Source: an optimization exercise on an open RTL-to-GDS flow (aim: small area, a short achievable clock period and few clock cycles per item). Production flows keep margins and buffers that such runs may drop.
Where RTL was checked, it was by simulation tests only, not by an equivalence proof against the original.

==> inputs of v29 <==
## srv_loop_block
module srv_loop_block (
    input  wire        clk,
    input  wire        rst,           
    input  wire        wr_en,
    input  wire [7:0]  wr_addr,
    input  wire [31:0] wr_data,
    input  wire        run_valid,
    output wire        run_ready,
    input  wire        run_close,     
    input  wire [15:0] run_m,         
    input  wire [15:0] run_now,       
    input  wire [15:0] run_ff,        
    input  wire [15:0] run_openval,   
    output reg         done,
    output reg  [15:0] y,
    output reg  [15:0] v,
    output reg  [31:0] i_out,
    output reg         iclamp,
    output reg         aw,
    output reg         esign          
);
    function signed [15:0] sat16;
        input signed [24:0] a;
        begin
            if (a > 25'sd32767)
                sat16 = 16'sh7fff;
            else if (a < -25'sd32768)
                sat16 = -16'sh8000;
            else
                sat16 = a[15:0];
        end
    endfunction
    function signed [15:0] store;
        input signed [35:0] a;
        input        [1:0]  s;
        reg   signed [38:0] t;
        reg   signed [39:0] r;
        begin
            t = {{3{a[35]}}, a} <<< s;
            r = {t[38], t} + 40'sd16384 - {39'd0, t[38]};
            store = sat16(r[39:15]);
        end
    endfunction
    reg signed [15:0] gain;
    reg        [1:0]  gshift;
    reg signed [15:0] ki;
    reg        [3:0]  ki_shift;
    reg        [14:0] iclamp_lim;
    reg signed [15:0] limit_lo, limit_hi;
    reg        [2:0]  nn, nb;
    reg signed [15:0] cb0 [0:9];
    reg signed [15:0] cb1 [0:9];
    reg signed [15:0] cb2 [0:9];
    reg signed [15:0] ca1 [0:9];
    reg signed [15:0] ca2 [0:9];
    reg        [1:0]  csh [0:9];
    reg signed [15:0] sx1 [0:9];
    reg signed [15:0] sx2 [0:9];
    reg signed [15:0] sy1 [0:9];
  ...
clock: 14.0 ns
lec_check: 0
abc_clock_period_in_ps: 8000
cap_margin: 20
core_margin: 2
core_utilization: 40
place_density: 0.6
setup_slack_margin: 5
slew_margin: 20
run.sh (not shown) runs the stock make flow with config.mk's settings and CLKGATE_MAP_FILE= SYNTH_SCRIPT=/design/flow/synth_recipe.tcl, a recipe that flattens the netlist after the stock synthesis.
==> v14 (differences from v29) <==
- ABC_CLOCK_PERIOD_IN_PS: 8000 -> not set
- SETUP_SLACK_MARGIN: 5 -> not set
==> comparison <==
- Of v29 and v14, v29 has the higher critical path depth (gap 5).
- In synthesized cell count, v14 and v29 do not differ.
- Against v29, the core utilization of v14 is lower by 3.6 points.
- Clock skew: v29 is higher than v14 (0.0018 ns).
- Between v29 and v14, the lower first-iteration DRC count is in v14 (gap about 12%, measured against v14).
Function was not checked in any run of this note: the RTL went through the layout flow alone.


==> build 17: inputs <==
Another version of the RTL of srv_loop_block (not shown whole).
clock: 14.0 ns
lec_check: 0
cap_margin: 20
core_margin: 2
core_utilization: 40
place_density: 0.6
setup_slack_margin: 5
slew_margin: 20
==> trial 55 (differences from build 17) <==
- ABC_AREA: not set -> 1
==> comparison table <==
quantity	build 17	trial 55
Non-Filler Instances	18.65k	19.77k
Total via count in the routed design	112.0k	108.7k
Share of the core filled with cells	0.4448	0.4440
Pre-CTS WS	3.651 ns	4.775 ns
Inverter count of the layout excluding clock inverters	1407	2177
Met2 usage	0.4100	0.4150
N_taps	4794	4751
Post-CTS sizing	46	7
Number of iterations in the first detailed-routing pass	6	9
Sequential share of cell area	0.3972	0.4053
Layout cell share with drive strength beyond 1	0.08101	0.07101
Most frequent standard cell in the layout excluding fill and tap cells	sky130_fd_sc_hd__edfxtp_1	sky130_fd_sc_hd__nand2_1
Reg area	64010 um2	64000 um2
First-pass GRT wire length	739.7 mm	704.6 mm
M1 WL	216.2 mm	196.4 mm
Post-synthesis instance area	145600 um2	142900 um2
Outcome	complete, no violations	complete, no violations
Sequential share of the synthesized area	0.4393	0.4475
# rows	221	219
Maximum achievable frequency	114.5 MHz	113.0 MHz
Critical Path Source	p_oh[4]	p_oh[9]
Testbench counts of build 17, summed over its fixed seeds: cycles 11,493, runs 1,920.
Testbench counts of trial 55, summed over its fixed seeds: cycles 11,493, runs 1,920.

-- re-timing with driven ports --
The results above use ideal ports. As a check the final layouts listed here were re-extracted and re-timed, cells and wires unchanged. Step 1: set_driving_cell puts a clkbuf_16 on clk and a buf_2 on each other input, an assumption about the parent block. Step 2 times the ports against the registers' clock, not the clock port: input delays grow and output delays shrink by t, the midpoint of the rising clock arrivals with the driver on. Slacks: ideal / step 1 / step 2; pairs: ideal / step 1.
run	shift t [ns]	setup slack, ns	worst setup path after step 2
v29	1.050	3.248 / 3.248 / 3.248	register to register
v14	1.053	1.446 / 1.446 / 1.446	register to register
build 17	0.974	5.268 / 5.268 / 5.268	register to register
trial 55	1.006	5.151 / 5.151 / 5.151	register to register
After both steps every run listed still meets setup and hold.
